Background: an optimization exercise with open tools, aiming at small area. Do not read the settings as production practice. In this exercise RTL edits were held to simulation tests only and were not proved equivalent to the original.

Design notch_pair, start of the top module:
module notch_pair (
    input  wire        clk,
    input  wire        rst,
    input  wire        cfg_we,
    input  wire        cfg_sel,
    input  wire        cfg_en,
    input  wire [15:0] cfg_b0,
    input  wire [15:0] cfg_b1,
    input  wire [15:0] cfg_b2,
    input  wire [15:0] cfg_a1,
    input  wire [15:0] cfg_a2,
    input  wire        in_valid,
    output wire        in_ready,
    input  wire [15:0] in_x,
    input  wire        in_bad,
    output reg         out_valid,
    output wire [15:0] out_y,
    output wire        out_sat,
    output wire        out_bad
);
    reg  [159:0] coef;
    reg  [1:0]   en;
    reg  [1:0]   steady;
    reg  [15:0]  xs0, xs1, xs2, xs3;
    reg  [39:0]  ys0, ys1, ys2, ys3;
    reg          ph;
    reg          busy;
    reg          nt;         
    reg  [2:0]   t;          
    reg          st;         
    reg  [1:0]   k;          
    reg  [15:0]  xv;         
    reg          fl;         
    reg          bad;
    reg  [55:0]  acc;
    assign in_ready = ~busy;
    assign out_y    = xv;
    assign out_sat  = fl;
    assign out_bad  = bad;
    wire accept    = in_valid & ~busy;
    wire computing = busy & ~st & (t < 3'd5);
    wire wb1       = busy & (t == 3'd5);    
    wire wb2       = busy & (t == 3'd7);    
    wire fr        = ph ~^ nt;              
    wire en_n     = nt ? en[1] : en[0];
    wire steady_n = nt ? steady[1] : steady[0];
    wire s_x  = (t == 3'd0) | steady_n;
    wire s_x1 = ~steady_n & ((t == 3'd1) | (t == 3'd7));
    wire s_x2 = ~steady_n & (t == 3'd2);
    wire s_y1 = ~steady_n & ((t == 3'd3) | (t == 3'd5));
    wire s_y2 = ~steady_n & (t == 3'd4);
  ...
==> module notch_pair, before the edit <==
module notch_pair (
    input  wire        clk,
    input  wire        rst,
    input  wire        cfg_we,
    input  wire        cfg_sel,
    input  wire        cfg_en,
    input  wire [15:0] cfg_b0,
    input  wire [15:0] cfg_b1,
    input  wire [15:0] cfg_b2,
    input  wire [15:0] cfg_a1,
    input  wire [15:0] cfg_a2,
    input  wire        in_valid,
    output wire        in_ready,
    input  wire [15:0] in_x,
    input  wire        in_bad,
    output reg         out_valid,
    output wire [15:0] out_y,
    output wire        out_sat,
    output wire        out_bad
);
    reg  [159:0] coef;
    reg  [1:0]   en;
    reg  [1:0]   steady;
    reg  [15:0]  xs0, xs1, xs2, xs3;
    reg  [39:0]  ys0, ys1, ys2, ys3;
    reg          ph;
    reg          busy;
    reg          nt;         
    reg  [2:0]   t;          
    reg          st;         
    reg  [1:0]   k;          
    reg  [15:0]  xv;         
    reg          fl;         
    reg          bad;
    reg  [55:0]  acc;
    assign in_ready = ~busy;
    assign out_y    = xv;
    assign out_sat  = fl;
    assign out_bad  = bad;
    wire accept    = in_valid & ~busy;
    wire computing = busy & ~st & (t < 3'd5);
    wire wb1       = busy & (t == 3'd5);    
    wire wb2       = busy & (t == 3'd7);    
    wire fr        = ph ~^ nt;              
    wire en_n     = nt ? en[1] : en[0];
    wire steady_n = nt ? steady[1] : steady[0];
    wire s_x  = (t == 3'd0) | steady_n;
    wire s_x1 = ~steady_n & ((t == 3'd1) | (t == 3'd7));
    wire s_x2 = ~steady_n & (t == 3'd2);
    wire s_y1 = ~steady_n & ((t == 3'd3) | (t == 3'd5));
    wire s_y2 = ~steady_n & (t == 3'd4);
    wire [15:0] xo = ({16{s_x}} & xv) |
                     ({16{s_x1 & fr}} & xs0) | ({16{s_x1 & ~fr}} & xs2) |
                     ({16{s_x2 & fr}} & xs1) | ({16{s_x2 & ~fr}} & xs3);
    wire [39:0] yo = ({40{s_y1 & fr}} & ys0) | ({40{s_y1 & ~fr}} & ys2) |
                     ({40{s_y2 & fr}} & ys1) | ({40{s_y2 & ~fr}} & ys3);
    wire [39:0] yop = yo | {{9{xo[15]}}, xo, 15'd0};
    wire [41:0] rq  = acc[55:14];
    wire        ovf = ~((rq[41] == rq[40]) && (rq[40] == rq[39]));
    wire [39:0] rc  = ovf ? {rq[41], {39{~rq[41]}}} : rq[39:0];
    wire [39:0] rb  = (t == 3'd0) ? 40'd0 : rc;
    wire        sub = (t == 3'd3) | (t == 3'd4);
    wire [55:0] base = (k == 2'd0) ? {{14{rb[39]}}, rb, sub, sub}
                                   : {acc[51:0], sub, sub, sub, sub};
    wire        msel = busy ? nt : cfg_sel;
    wire [79:0] cn = msel ? coef[79:0] : coef[159:80];
    reg  [15:0] cw;
    always @(*) begin
        case (t)
            3'd0:    cw = cn[79:64];
            3'd1:    cw = cn[63:48];
            3'd2:    cw = cn[47:32];
            3'd3:    cw = cn[31:16];
            default: cw = cn[15:0];
        endcase
    end
    wire [16:0] cwx = {cw, 1'b0};
    wire [3:0]  cd  = (k == 2'd0) ? cwx[16:13] : (k == 2'd1) ? cwx[12:9] :
                      (k == 2'd2) ? cwx[8:5] : cwx[4:1];
    wire        cl  = (k == 2'd0) ? cwx[12] : (k == 2'd1) ? cwx[8] :
                      (k == 2'd2) ? cwx[4] : cwx[0];
    wire [55:0] nxt;
    notch_step u_step (.base(base), .c(cd), .cl(cl), .sub(sub), .y(yop), .s(nxt));
    wire [40:0] rnd  = {ys0[39], ys0} + 41'd16384;
    wire [25:0] q    = rnd[40:15];
    wire        q_hi = ~q[25] & (|q[24:15]);
    wire        q_lo = q[25] & ~(&q[24:15]);
    wire [15:0] yq   = q_hi ? 16'h7fff : q_lo ? 16'h8000 : q[15:0];
    wire [79:0] cfg_all = {cfg_b0, cfg_b1, cfg_b2, cfg_a1, cfg_a2};
    wire        en_sel  = cfg_sel ? en[1] : en[0];
    wire        cfg_change = (cfg_en & ~en_sel) | (cfg_all != cn);
    always @(posedge clk) begin
        if (rst | (cfg_we & ~cfg_sel)) coef[159:80] <= cfg_all;
        if (rst | (cfg_we & cfg_sel))  coef[79:0]   <= cfg_all;
        if (rst | (cfg_we & ~cfg_sel)) en[0] <= cfg_en & ~rst;
        if (rst | (cfg_we & cfg_sel))  en[1] <= cfg_en & ~rst;
        acc <= nxt;
        ys0 <= ys2;
        ys1 <= ys3;
        ys2 <= wb1 ? rc : ys0;
        ys3 <= wb1 ? yop : ys1;
        xs0 <= xs2;
        xs1 <= xs3;
        xs2 <= wb2 ? xv : xs0;
        xs3 <= wb2 ? yop[30:15] : xs1;
        ph  <= ~ph & ~rst;
        if (rst) begin
            steady    <= 2'b11;
            busy      <= 1'b0;
            out_valid <= 1'b0;
        end else begin
            out_valid <= 1'b0;
            if (accept) begin
                xv  <= in_bad ? 16'd0 : in_x;
                fl  <= 1'b0;
                bad <= in_bad;
                nt  <= 1'b0;
                t   <= 3'd0;
                k   <= 2'd0;
                st  <= ~ph;          
                if (in_bad) begin
                    steady    <= 2'b11;
                    out_valid <= 1'b1;
                end else begin
                    busy <= 1'b1;
                end
            end
            if (st)
                st <= 1'b0;
            if (computing) begin
                if (t == 3'd4 && k == 2'd0 && en_n)
                    fl <= fl | ovf;
                k <= k + 2'd1;
                if (k == 2'd3)
                    t <= t + 3'd1;
            end
            if (wb1) begin
                if (en_n)
                    fl <= fl | ovf;
                t <= 3'd6;
            end
            if (busy & (t == 3'd6))
                t <= 3'd7;
            if (wb2) begin
                if (en_n) begin
                    xv <= yq;
                    fl <= fl | q_hi | q_lo;
                end
                steady[nt] <= 1'b0;
                t  <= 3'd0;
                nt <= 1'b1;
                if (nt) begin
                    busy      <= 1'b0;
                    out_valid <= 1'b1;
                end
            end
            if (cfg_we) begin
                if (cfg_change)
                    steady[cfg_sel] <= 1'b1;
            end
        end
    end
endmodule
Settings: LEC_CHECK=0, ABC_CLOCK_PERIOD_IN_PS=75000, CAP_MARGIN=0, CORE_MARGIN=2, CORE_UTILIZATION=65, SLEW_MARGIN=0; clock period 75.0 ns.
standard.sh (not shown) runs the stock make flow with config.mk's settings and CLKGATE_MAP_FILE= SYNTH_SCRIPT=/design/flow/synth_recipe.tcl, a recipe that flattens the netlist after the stock synthesis.
==> flow/flow/run.sh <==
#!/bin/bash
# The standard layout (the standard.sh, ORFS), with three changes to how
# it is made:
#  - synthesis maps logic with an area-oriented abc script (synth.tcl, area.abc);
#  - ports are buffered with the smallest buffer (buf_1) instead of a delay cell;
#  - clock tree: sink clusters of up to 28 flip-flops on clkbuf_16, no dummy loads.
# Each step's full output is in orfs/logs; make's output in standard_finish.log.
set -euo pipefail
export NOTCH_ABC_SCRIPT=$PWD/flow/area.abc
CTS="-sink_clustering_enable -repair_clock_nets -dont_use_dummy_load"
CTS="$CTS -sink_clustering_size 28 -sink_clustering_max_diameter 120"
CTS="$CTS -buf_list {sky130_fd_sc_hd__clkbuf_16}"
bash standard.sh \
  "SYNTH_SCRIPT=$PWD/flow/synth.tcl" \
  "BUFFER_PORTS_ARGS=-buffer_cell sky130_fd_sc_hd__buf_1" \
  "CTS_ARGS=$CTS" \
  finish > standard_finish.log 2>&1
==> flow/flow/area.abc <==
&get -n
&st
&dch
&nf -a -R 1000
&put
topo
dnsize -c
==> flow/flow/synth.tcl <==
# The standard synthesis (synth_recipe.tcl), with one change: abc maps the
# logic with an area-oriented script (area.abc) instead of ORFS's speed script.
# Registers, their names and cell types are untouched by abc.
proc synth {args} { yosys synth -nofsm -noshare {*}$args }
proc abc {args} {
  set i [lsearch -exact $args -script]
  if { $i >= 0 } {
    set args [lreplace $args [expr {$i + 1}] [expr {$i + 1}] $::env(NOTCH_ABC_SCRIPT)]
  }
  yosys abc {*}$args
}
source $::env(SCRIPTS_DIR)/synth.tcl
# left out here: clear keep_hierarchy, flatten, clean up, hide names made inside functions, write 1_2_yosys.v
Edit:
--- a/flow/design.v
+++ b/flow/design.v
@@ -151,4 +151,6 @@
         end else begin
             out_valid <= 1'b0;
+            if (st)
+                st <= 1'b0;
             if (accept) begin
                 xv  <= in_bad ? 16'd0 : in_x;
@@ -166,6 +168,4 @@
                 end
             end
-            if (st)
-                st <= 1'b0;
             if (computing) begin
                 if (t == 3'd4 && k == 2'd0 && en_n)
=>
- The changed run completed without violations
- wire length went down by 0.87%
- critical path depth went down by 1
- die area stays flat
- via count went up by 0.46%
- worst setup slack gets worse by 210 ps
- count of clock-buffer cells in the layout is unchanged

==> re-timing with driven ports <==
In the flow no input, the clock included, has a driving cell. The finished layouts below were timed again as built, in two steps.
Step 1 sets driving cells, clkbuf_16 on the clock port and buf_2 on the other inputs (assumed; they add their load-dependent delay and slew).
Step 2 times the ports against the registers' clock, not the clock port: input delays grow and output delays shrink by t, the midpoint of the rising clock arrivals with the driver on.
Three values: ideal ports, drivers, drivers and shift; two values: the first two.
run	t, ns	setup WS [ns]	worst setup path after step 2	worst slew at a driven data input, ns	pins driven straight from the clock port
the first run	0.593	33.655 / 33.688 / 33.095	input to register	0.09	1
the second run	0.591	33.442 / 33.472 / 32.881	input to register	0.06	1
After both steps every run listed still meets setup and hold. The setup slack of the second run, which loses most, moves by +0.030 ns with the drivers and by -0.561 ns with both steps.
